From an optimization exercise on the open Yosys and OpenROAD flow, aimed at small area, a short achievable clock period and few clock cycles per item; shortcuts taken in it are not production practice.
The RTL was checked by simulation tests, not by an equivalence proof against the original design.

Design vrc_dec, start of the top module:
module vrc_dec (
    input  wire        clk,
    input  wire        rst,
    input  wire        in_valid,
    output wire        in_ready,
    input  wire [31:0] in_data,
    input  wire [15:0] in_len,
    output reg         px_valid,
    output reg  [2:0]  px_count,
    output reg  [31:0] px_data,
    output reg         done,
    output reg  [2:0]  done_cause
);
Size in the first run: roughly 11,000 cells after synthesis, ~92 I/O pins, roughly 120,000 sq um of cells after synthesis.
clock: 22.0 ns
lec_check: 0
cap_margin: 35
cell_pad_in_sites_detail_placement: 1
cell_pad_in_sites_global_placement: 2
core_margin: 2
core_utilization: 40
place_density: 0.55
slew_margin: 35
synth_memory_max_bits: 65536
standard.sh (not shown) runs the stock make flow with config.mk's settings and CLKGATE_MAP_FILE= SYNTH_SCRIPT=/design/flow/synth_recipe.tcl, a recipe that flattens the netlist after the stock synthesis.
==> flow/flow/run.sh <==
#!/bin/bash
# The standard layout, with its timing repair aimed at a setup margin: the clock
# period and constraints stay the design's; repair_timing is asked to leave
# this much slack, so it keeps improving paths the 22 ns clock alone would not
# make it touch. The full make output goes to standard.log; ORFS keeps each
# step's own log under orfs/logs.
set -euo pipefail
bash standard.sh SETUP_SLACK_MARGIN=14 finish > standard.log 2>&1
Testbench counts at the start, summed over its fixed seeds: cycles 208,470, pixels 318,010.
Then changed:
--- a/flow/flow/run.sh
+++ b/flow/flow/run.sh
@@ -6,3 +6,3 @@
 # step's own log under orfs/logs.
 set -euo pipefail
-bash standard.sh SETUP_SLACK_MARGIN=14 finish > standard.log 2>&1
+bash standard.sh SETUP_SLACK_MARGIN=13 finish > standard.log 2>&1
The changed run produced a clean layout. Synthesized cell count stays the same. Area after synthesis stays the same. Clock-buffer cell count goes down by 20. Setup slack degrades by 0.36 ns.

---

== main ==
vrc_dec again, from the RTL that the note above started with.
clock: 22.0 ns
lec_check: 0
cap_margin: 35
cell_pad_in_sites_detail_placement: 1
cell_pad_in_sites_global_placement: 2
core_margin: 2
core_utilization: 40
place_density: 0.55
slew_margin: 35
synth_memory_max_bits: 65536
run.sh (not shown) runs the stock make flow with config.mk's settings and CLKGATE_MAP_FILE= SYNTH_SCRIPT=/design/flow/synth_recipe.tcl, a recipe that flattens the netlist after the stock synthesis.
Stock flow here: none of the scripts above is used.
main went all the way through synthesis, placement and routing and the layout is clean on timing, DRC and antenna.
Testbench counts of main, summed over its fixed seeds: cycles 208,470, pixels 318,010.
Setup changes, main to the feature branch
==> flow/flow/run.sh (new file) <==
#!/bin/bash
# The standard layout, with its timing repair aimed at a setup margin: the clock
# period and constraints stay the design's; repair_timing is asked to leave
# this much slack, so it keeps improving paths the 22 ns clock alone would not
# make it touch. The full make output goes to standard.log; ORFS keeps each
# step's own log under orfs/logs.
set -euo pipefail
bash standard.sh SETUP_SLACK_MARGIN=12 finish > standard.log 2>&1
==> flow/standard.sh (new file) <==
#!/bin/bash
# synth_recipe.tcl (not shown) runs the flow's synth.tcl, then flattens the netlist and writes it again
# the make line also repeats each setting of config.mk as NAME=value (left out here)
make -C /OpenROAD-flow-scripts/flow DESIGN_CONFIG=/design/flow/config.mk WORK_HOME=/design/flow/orfs CLKGATE_MAP_FILE= SYNTH_SCRIPT=/design/flow/synth_recipe.tcl "${@:-finish}"
removed: flow/run.sh
## What came out
- Signal arrival time at the worst endpoint was higher in the run labelled main.
- Compared with main, the feature branch improves minimum period implied by the final worst setup slack.
- The feature branch contains more vias than main.
- Compared with main, wire length in the feature branch increased slightly.
- Met3 layer wire length in the routed design delta for the feature branch relative to main: 1.7 mm higher
- Higher relative area change from synthesis to final layout was reported by the feature branch, not main.
- Design area ends up lower on main.
- Looking at number of ordinary and repair buffers in the finished layout, the feature branch sits about 6% above main.
- Compared with main, the feature branch improves highest attainable clock frequency.

---

Another version of the RTL of vrc_dec (not shown whole).
Size: ~11000 cells after synthesis, about 92 I/O pins, about 0.12 mm2 of cells after synthesis.
clock: 22.0 ns
lec_check: 0
cap_margin: 35
cell_pad_in_sites_detail_placement: 1
cell_pad_in_sites_global_placement: 2
core_margin: 2
core_utilization: 40
cts_buf_list: sky130_fd_sc_hd__clkbuf_4
place_density: 0.55
slew_margin: 35
synth_memory_max_bits: 65536
standard.sh (not shown) runs the stock make flow with config.mk's settings and CLKGATE_MAP_FILE= SYNTH_SCRIPT=/design/flow/synth_recipe.tcl, a recipe that flattens the netlist after the stock synthesis.
==> flow/flow/run.sh <==
#!/bin/bash
# The standard layout, with its timing repair aimed at a setup margin: the clock
# period and constraints stay the design's; repair_timing is asked to leave
# this much slack, so it keeps improving paths the 22 ns clock alone would not
# make it touch. The full make output goes to standard.log; ORFS keeps each
# step's own log under orfs/logs.
set -euo pipefail
bash standard.sh SETUP_SLACK_MARGIN=14 finish > standard.log 2>&1
Testbench counts at the start, summed over its fixed seeds: cycles 208,470, pixels 318,010.
Edit:
Settings changed: CTS_BUF_LIST sky130_fd_sc_hd__clkbuf_4 to unset.
The changed run finished with timing, DRC and antenna clean.
First-iteration DRC count came out higher by 4.3%.
Hold slack improves by 0.0041 ns.
Critical path depth came out lower by 1.
Area after synthesis is unchanged.

-- separate check: timing with driven ports --
The results above use ideal ports. As a check the final layouts listed here were re-extracted and re-timed, cells and wires unchanged.
Step 1 (the two cells are an assumption about what drives the block):
set clk [get_ports {clk}]
set_driving_cell -lib_cell sky130_fd_sc_hd__clkbuf_16 $clk
set_driving_cell -lib_cell sky130_fd_sc_hd__buf_2 [delete_from_list [all_inputs] $clk]
Step 2 also shifts input and output timing later by t, the mid clock arrival at the registers, as if the neighbouring blocks saw the same clock.
Slacks: ideal / step 1 / step 2; pairs: ideal / step 1.
run	t (ns)	slack for setup (ns)	worst hold slack (ns)	worst register clock-pin slew, ns	worst slew at a driven data input, ns
the first run of note 1	1.016	13.579 / 13.579 / 13.579	0.491 / 0.491 / 0.491	0.08 / 0.08	0.08
the second run of note 1	0.995	13.224 / 13.224 / 13.224	0.493 / 0.493 / 0.493	0.07 / 0.07	0.10
main	1.000	10.006 / 10.006 / 10.006	0.494 / 0.494 / 0.494	0.08 / 0.08	0.10
the feature branch	0.991	12.207 / 12.207 / 12.207	0.494 / 0.494 / 0.494	0.07 / 0.07	0.10
the first run of note 3	1.524	14.062 / 14.062 / 14.062	0.484 / 0.484 / 0.484	0.09 / 0.09	0.12
the second run of note 3	0.992	14.040 / 14.035 / 14.040	0.488 / 0.488 / 0.488	0.07 / 0.07	0.13
After both steps setup and hold are still met in every run listed.
